What follows belongs to an exercise in optimizing a design on an open flow for small area, a short achievable clock period and few clock cycles per item; a production flow would make more cautious choices. In this exercise RTL edits were held to simulation tests only and were not proved equivalent to the original. No activity file was given, so power comes from the tool's default toggle rates.

==> inputs of trial 25 <==
==> flow/design.v (excerpt) <==
module tangram_fpu (
    input  wire        clk,
    input  wire        rst,         
    input  wire        in_valid,
    output wire        in_ready,
    input  wire [3:0]  in_fn,       
    input  wire [31:0] in_a,
    input  wire [31:0] in_b,
    input  wire [1:0]  in_frm,      
    input  wire        in_ftz,
    output reg         out_valid,
    input  wire        out_ready,
    output reg  [31:0] out_result,
    output reg  [3:0]  out_flags    
);
==> flow/config.mk <==
export PLATFORM = sky130hd
export DESIGN_NAME = tangram_fpu
export DESIGN_NICKNAME = tangram_fpu
export VERILOG_FILES = /design/flow/design.v
export SDC_FILE = /design/flow/constraint.sdc
export NUM_CORES = 4
export LEC_CHECK = 0
export ABC_AREA = 1
export CAP_MARGIN = 20
export CORE_MARGIN = 2
export CORE_UTILIZATION = 65
export SLEW_MARGIN = 20
==> flow/constraint.sdc <==
create_clock -name core_clock -period 26.0 [get_ports {clk}]
set_input_delay 5.2000 -clock core_clock [delete_from_list [all_inputs] [get_ports {clk}]]
set_output_delay 5.2000 -clock core_clock [all_outputs]
set_load 0.01 [all_outputs]
standard.sh (not shown) runs the stock make flow with config.mk's settings and CLKGATE_MAP_FILE= SYNTH_SCRIPT=/design/flow/synth_recipe.tcl, a recipe that flattens the netlist after the stock synthesis.
==> flow/flow/run.sh <==
#!/bin/bash
# The standard layout, with the port buffers that buffer_ports inserts made
# sky130_fd_sc_hd__buf_2 instead of its default pick (a delay buffer).
set -euo pipefail
export BUFFER_PORTS_ARGS="-buffer_cell sky130_fd_sc_hd__buf_2"
bash standard.sh > standard.log 2>&1
==> build 87: changes against trial 25 <==
--- a/flow/design.v
+++ b/flow/design.v
@@ -1397,21 +1397,23 @@
     wire is_add = fn0 == FN_FADD || fn0 == FN_FSUB;
     wire is_mul = fn0 == FN_FMUL;
     wire sbe    = sb ^ (fn0 == FN_FSUB);
     wire swap   = raw_lt;
     wire sx     = swap ? sbe : sa;
-    wire sy     = swap ? sa : sbe;
     wire [23:0] mx = swap ? mb : ma;
     wire [23:0] my = swap ? ma : mb;
     wire [7:0]  bex = swap ? beb : bea;
-    wire [8:0]  d_ab = {1'b0, bea} - {1'b0, beb};
-    wire [8:0]  d_ba = {1'b0, beb} - {1'b0, bea};
-    wire [8:0]  d    = swap ? d_ba : d_ab;
-    wire [4:0]  dc   = (d > 9'd26) ? 5'd26 : d[4:0];
-    wire        eff_sub = sx ^ sy;
-    wire [49:0] y_sh  = {my, 26'd0} >> dc;
-    wire [47:0] y_al  = {1'b0, y_sh[49:4], y_sh[3] | (|y_sh[2:0])};
+    wire        eff_sub = sa ^ sbe;
+    wire [8:0]  d_ab  = {1'b0, bea} - {1'b0, beb};
+    wire [8:0]  d_ba  = {1'b0, beb} - {1'b0, bea};
+    wire        e_swp = d_ab[8];                      
+    wire [8:0]  d     = e_swp ? d_ba : d_ab;
+    wire [4:0]  dc    = (d > 9'd26) ? 5'd26 : d[4:0];
+    wire [23:0] ys    = e_swp ? ma : mb;
+    wire [49:0] y_sh  = {ys, 26'd0} >> dc;
+    wire [47:0] y_al  = (d == 9'd0) ? {1'b0, my, 23'd0}
+                                     : {1'b0, y_sh[49:4], y_sh[3] | (|y_sh[2:0])};
     wire [47:0] mul_s, mul_c;
     fpu_mul24 u_mul (.a(ma), .b(mb), .s(mul_s), .c(mul_c));
     wire signed [9:0] eb47_mul = $signed({2'd0, bea}) + $signed({2'd0, beb}) - 10'sd126;
     wire signed [9:0] eb47_add = $signed({2'd0, bex}) + 10'sd1;
     reg        byp;
==> build 59: changes against trial 25 <==
--- a/flow/design.v
+++ b/flow/design.v
@@ -1397,21 +1397,23 @@
     wire is_add = fn0 == FN_FADD || fn0 == FN_FSUB;
     wire is_mul = fn0 == FN_FMUL;
     wire sbe    = sb ^ (fn0 == FN_FSUB);
     wire swap   = raw_lt;
     wire sx     = swap ? sbe : sa;
-    wire sy     = swap ? sa : sbe;
     wire [23:0] mx = swap ? mb : ma;
     wire [23:0] my = swap ? ma : mb;
     wire [7:0]  bex = swap ? beb : bea;
-    wire [8:0]  d_ab = {1'b0, bea} - {1'b0, beb};
-    wire [8:0]  d_ba = {1'b0, beb} - {1'b0, bea};
-    wire [8:0]  d    = swap ? d_ba : d_ab;
-    wire [4:0]  dc   = (d > 9'd26) ? 5'd26 : d[4:0];
-    wire        eff_sub = sx ^ sy;
-    wire [49:0] y_sh  = {my, 26'd0} >> dc;
-    wire [47:0] y_al  = {1'b0, y_sh[49:4], y_sh[3] | (|y_sh[2:0])};
+    wire        eff_sub = sa ^ sbe;
+    wire [8:0]  d_ab  = {1'b0, bea} - {1'b0, beb};
+    wire [8:0]  d_ba  = {1'b0, beb} - {1'b0, bea};
+    wire        e_swp = d_ab[8];                      
+    wire [8:0]  d     = e_swp ? d_ba : d_ab;
+    wire [4:0]  dc    = (d > 9'd26) ? 5'd26 : d[4:0];
+    wire [23:0] ys    = e_swp ? ma : mb;
+    wire [49:0] y_sh  = {ys, 26'd0} >> dc;
+    wire [47:0] y_al  = (d == 9'd0) ? {1'b0, my, 23'd0}
+                                     : {1'b0, y_sh[49:4], y_sh[3] | (|y_sh[2:0])};
     wire [47:0] mul_s, mul_c;
     fpu_mul24 u_mul (.a(ma), .b(mb), .s(mul_s), .c(mul_c));
     wire signed [9:0] eb47_mul = $signed({2'd0, bea}) + $signed({2'd0, beb}) - 10'sd126;
     wire signed [9:0] eb47_add = $signed({2'd0, bex}) + 10'sd1;
     reg        byp;
- PLACE_DENSITY: default -> 0.85
==> comparison table <==
item	build 87	trial 25	build 59
Post-synth design cell area	41530 µm²	40560 µm²	41530 µm²
Cell repeated most along the worst path	-	nand2_1	nand2_2
Worst Skew	0.04751 ns	0.04119 ns	0.03223 ns
Layout multi-input combinational cell count	4309	4101	4309
Run status	timing/DRC/antenna clean	timing/DRC/antenna clean	timing/DRC/antenna clean
Post-synth net total	6291	6053	6291
Mux cell area share after synthesis	0.1205%	0.2715%	0.1205%
Clock group share of total power	14.5%	15.9%	14.0%
Met1 WL	53.92 mm	52.07 mm	51.11 mm
Adder and majority cell fraction of the synthesized area	17.88%	18.40%	17.88%
First-pass GRT wire length	236.6 mm	223.4 mm	229.0 mm
Sequential cell fraction of total power	19.6%	20.3%	20.1%
Data arrival time at the worst-slack endpoint	1.14 ns	6.93 ns	6.80 ns
Clock insertion delay at the later pin of the skew report	0.63 ns	0.63 ns	0.61 ns
Plain + repair buffers	211	204	208
Routing usage on met1	56.36%	56.21%	53.80%
Routed Wire Length	156.9 mm	148.1 mm	150.4 mm
Length of routed met3 wiring	23.04 mm	20.74 mm	22.64 mm
Post-layout instance count excluding filler cells	6575	6308	6568
Initial core utilization	65.84%	65.72%	65.84%
Worst setup path startpoint	out_flags[2]	b0[13]	b_hid
Area inside the core boundary	63080 µm²	61710 µm²	63080 µm²
FF/Latch Area	9579 µm²	9580 µm²	9579 µm²
Testbench counts of trial 25, summed over its fixed seeds: cycles 16,032, items 16,000.
Testbench counts of build 87, summed over its fixed seeds: cycles 16,032, items 16,000.
Testbench counts of build 59, summed over its fixed seeds: cycles 16,032, items 16,000.

-- port drivers added, routing unchanged --
No port has a modelled driver above. Below, the same layouts with a new extraction and two added sets of constraints. Step 1 (the two cells are an assumption about what drives the block):
set clk [get_ports {clk}]
set_driving_cell -lib_cell sky130_fd_sc_hd__clkbuf_16 $clk
set_driving_cell -lib_cell sky130_fd_sc_hd__buf_2 [delete_from_list [all_inputs] $clk]
Step 2 times the ports against the registers' clock, not the clock port: input delays grow and output delays shrink by t, the midpoint of the rising clock arrivals with the driver on. Three values: ideal, step 1, step 2; two values: the first two.
run | t, ns | setup WS [ns] | latest minus earliest clock arrival (ns) | worst register clock-pin slew, ns
trial 25 | 0.679 | 19.444 / 19.444 / 19.444 | 0.041 / 0.042 | 0.08 / 0.08
build 87 | 0.676 | 19.659 / 19.588 / 19.666 | 0.049 / 0.048 | 0.07 / 0.07
build 59 | 0.665 | 19.540 / 19.540 / 19.540 | 0.032 / 0.033 | 0.07 / 0.07
After both steps setup and hold are still met in every run listed.
